This design comes from an exercise in tuning for small area on the open sky130 flow, not from production work.
Only simulation tests tie the RTL to the original design; equivalence was not proved.
Power and IR drop assume default switching activity.

## treadle_law
module treadle_law (
    input  wire               clk,
    input  wire               rst,       
    input  wire               sample,    
    input  wire               first,     
    input  wire               bias,      
    input  wire signed [31:0] r,
    input  wire signed [31:0] y,
    input  wire signed [23:0] kp,
    input  wire signed [23:0] ki,
    input  wire signed [23:0] kd,
    input  wire signed [23:0] kf,
    input  wire        [4:0]  shift,
    input  wire        [15:0] u0,
    input  wire        [15:0] umin,
    input  wire        [15:0] umax,
    output reg         [15:0] u,
    output reg                upd,       
    output reg                sat,
    output reg                hold
);
Settings: LEC_CHECK=0, CAP_MARGIN=20, CORE_MARGIN=2, CORE_UTILIZATION=80, CTS_BUF_LIST=sky130_fd_sc_hd__clkbuf_16, CTS_CLUSTER_DIAMETER=80, CTS_CLUSTER_SIZE=24, PLACE_DENSITY=0.9, SLEW_MARGIN=20; clock period 10.0 ns.
standard.sh (not shown) runs the stock make flow with config.mk's settings and CLKGATE_MAP_FILE= SYNTH_SCRIPT=/design/flow/synth_recipe.tcl, a recipe that flattens the netlist after the stock synthesis.
==> flow/flow/run.sh <==
#!/bin/bash
# Standard layout, with buf_1 cells as the port buffers.
set -euo pipefail
bash standard.sh 'BUFFER_PORTS_ARGS=-buffer_cell sky130_fd_sc_hd__buf_1' finish > standard_make.log 2>&1
==> next run, changes <==
--- a/flow/design.v
+++ b/flow/design.v
@@ -46,52 +46,50 @@
     reg               unz;        
     wire first_eff = first | ~started;
     wire [71:0] chain_ld;
     genvar gj;
     generate
         for (gj = 0; gj < 12; gj = gj + 1) begin : g_ld
             assign chain_ld[2*((3*gj+14)%36) +: 2] = kp[2*gj +: 2];
             assign chain_ld[2*((3*gj+15)%36) +: 2] = kd[2*gj +: 2];
             assign chain_ld[2*((3*gj+16)%36) +: 2] = kf[2*gj +: 2];
         end
     endgenerate
     reg horner;                   
+    reg v_last;                   
     reg in_s;                     
+    reg s_first;                  
     reg in_fl;                    
     reg preload;                  
     reg satchk;                   
     wire lsb = (in_s & ph == 2'd2) | in_fl;
     wire sel_dy = in_s && ph == 2'd0;     
     wire sel_r  = in_s && ph == 2'd1;     
     wire [31:0] pa = sel_dy ? yp_q : r_q;
     wire [31:0] pb = sel_r ? 32'd0 : y_q;
     wire [32:0] pd;
     tl_cia #(.N(33), .B1(11), .B2(22)) u_sub (
         .a({pa[31], pa}), .b(~{pb[31], pb}), .ci(1'b1), .s(pd), .co());
     wire        p_ovh = ~sel_r & ~pd[32] & pd[31];
     wire        p_ovl = ~sel_r & pd[32] & (~pd[31] | ~|pd[30:0]);
     wire [31:0] px = p_ovh ? 32'h7FFFFFFF :
                      p_ovl ? 32'h80000001 : pd[31:0];
-    wire horner_n  = ~rst & busy & ((cnt >= 7'd1 && cnt <= 7'd12) | (cnt >= 7'd73 && cnt <= 7'd84));
-    wire v_last_n  = ~rst & busy & ((cnt == 7'd12) | (cnt == 7'd84));
-    wire in_s_n    = ~rst & busy & (cnt >= 7'd14 && cnt <= 7'd49);
-    wire s_first_n = ~rst & busy & (cnt >= 7'd14 && cnt <= 7'd16);
-    wire in_fl_n   = ~rst & busy & (cnt >= 7'd50 && cnt <= 7'd61);
-    wire [1:0] ph_n = (ph == 2'd2) ? 2'd0 : ph + 2'd1;
-    wire b2n = horner_n ? ki_q[21] : chain[3];
-    wire b1n = horner_n ? ki_q[20] : chain[2];
-    wire b0n = horner_n ? (ki_q[19] & ~v_last_n) : (chain[69] & ~s_first_n);
-    wire dyc_n = in_s_n & (ph_n == 2'd1);    
-    wire bz_n  = in_fl_n | ~(horner_n | in_s_n) | (horner_n & cnt[6] & hold & iz) | (dyc_n & iz);
-    reg  b_one, b_two, b_neg;
+    wire b2 = horner ? ki_q[23] : chain[1];
+    wire b1 = horner ? ki_q[22] : chain[0];
+    wire b0 = horner ? (ki_q[21] & ~v_last) : (chain[67] & ~s_first);
+    wire dyc = in_s & (ph == 2'd1);       
+    wire bz = in_fl | ~(horner | in_s) | (horner & cnt[6] & hold & iz) | (dyc & iz);
+    wire b_one = ~bz & (b1 ^ b0);
+    wire b_two = ~bz & ((b2 & ~b1 & ~b0) | (~b2 & b1 & b0));
+    wire b_neg = ~bz & (b2 ^ dyc);
     wire [33:0] xs  = {{2{x_q[31]}}, x_q};
     wire [33:0] mag = b_one ? xs : (b_two ? {xs[32:0], 1'b0} : 34'd0);
     wire [33:0] tt  = mag ^ {34{b_neg}};
     wire [HW-1:0] opa = horner ? {h[HW-3:0], integ[23:22] & {2{~iz}}} : h;
     wire [33:0] sum_lo;
     wire        c34;
     tl_cia #(.N(34), .B1(12), .B2(23)) u_add (
         .a(opa[33:0]), .b(tt), .ci(b_neg), .s(sum_lo), .co(c34));
     localparam UW = HW - 34;
     wire          up_inc = c34 & ~tt[33];
     wire          up_dec = ~c34 & tt[33];
     wire [UW-1:0] up_one, up_zero;
@@ -128,31 +126,30 @@
     wire        w_gt_max, w_lt_min;
     tl_gt #(.N(16)) u_gt (.a(w), .b(umax_q), .gt(w_gt_max));
     tl_gt #(.N(16)) u_lt (.a(umin_q), .b(w), .gt(w_lt_min));
     wire        v_hi     = vbig | (~top_neg & w_gt_max);
     wire        v_lo     = top_neg | (~vbig & w_lt_min);
     wire        cutoff   = bias_q & ($signed(y_q) > 32'sd35000);
     wire        e_pos    = ~x_q[31] & |x_q;
     wire        e_neg    = x_q[31];
     always @(posedge clk) begin
         x_q   <= px;
         ki_q  <= {ki_q[21:0], ki_q[23:22]};
         chain <= {chain[1:0], chain[71:2]};
-        ph    <= ph_n;
-        horner  <= horner_n;
-        in_s    <= in_s_n;
-        in_fl   <= in_fl_n;
-        b_one   <= ~bz_n & (b1n ^ b0n);
-        b_two   <= ~bz_n & ((b2n & ~b1n & ~b0n) | (~b2n & b1n & b0n));
-        b_neg   <= ~bz_n & (b2n ^ dyc_n);
+        ph    <= (ph == 2'd2) ? 2'd0 : ph + 2'd1;
+        horner  <= busy & ((cnt >= 7'd1 && cnt <= 7'd12) | (cnt >= 7'd73 && cnt <= 7'd84));
+        v_last  <= busy & ((cnt == 7'd12) | (cnt == 7'd84));
+        in_s    <= busy & (cnt >= 7'd14 && cnt <= 7'd49);
+        s_first <= busy & (cnt >= 7'd14 && cnt <= 7'd16);
+        in_fl   <= busy & (cnt >= 7'd50 && cnt <= 7'd61);
         preload <= busy & (cnt == 7'd72);
         satchk  <= busy & ((cnt == 7'd13) | (cnt == 7'd85));
         cnt   <= cnt + 7'd1;
         upd   <= 1'b0;
         if (load)
             h <= ld;
         else if (lsb)
             h <= {{2{sum[HW-1]}}, sum[HW-1:2]};
         else
             h <= sum;
         if (preload)
             ovf <= 1'b0;
- design area hardly moves
- power goes down by 0.38%
- first-iteration DRC count grows by 4.0%
- worst setup slack is worse by 0.40 ns
- clock-buffer cell count drops by 1
- global-route usage went up by 0.62 points
- flip-flop and latch count came out lower by 1
- non-clock buffer count went up by 1
- via count went down by 0.58%

==> what the ideal ports hide <==
The flow's constraints put no driver on any port. The routed layouts listed below were extracted and timed again, unchanged, in two steps. Step 1: set_driving_cell puts a clkbuf_16 on clk and a buf_2 on each other input, an assumption about the parent block. Step 2 times the ports against the registers' clock, not the clock port: input delays grow and output delays shrink by t, the midpoint of the rising clock arrivals with the driver on. a / b / c = no drivers / after step 1 / after step 2; a / b = the first two.
run | t, ns | setup slack, ns | worst register clock-pin slew, ns | pins driven straight from the clock port
the first run | 0.597 | 0.720 / 0.720 / 0.720 | 0.11 / 0.11 | 1
the second run | 0.585 | 0.324 / 0.324 / 0.324 | 0.10 / 0.10 | 1
After both steps every run listed still meets setup and hold.
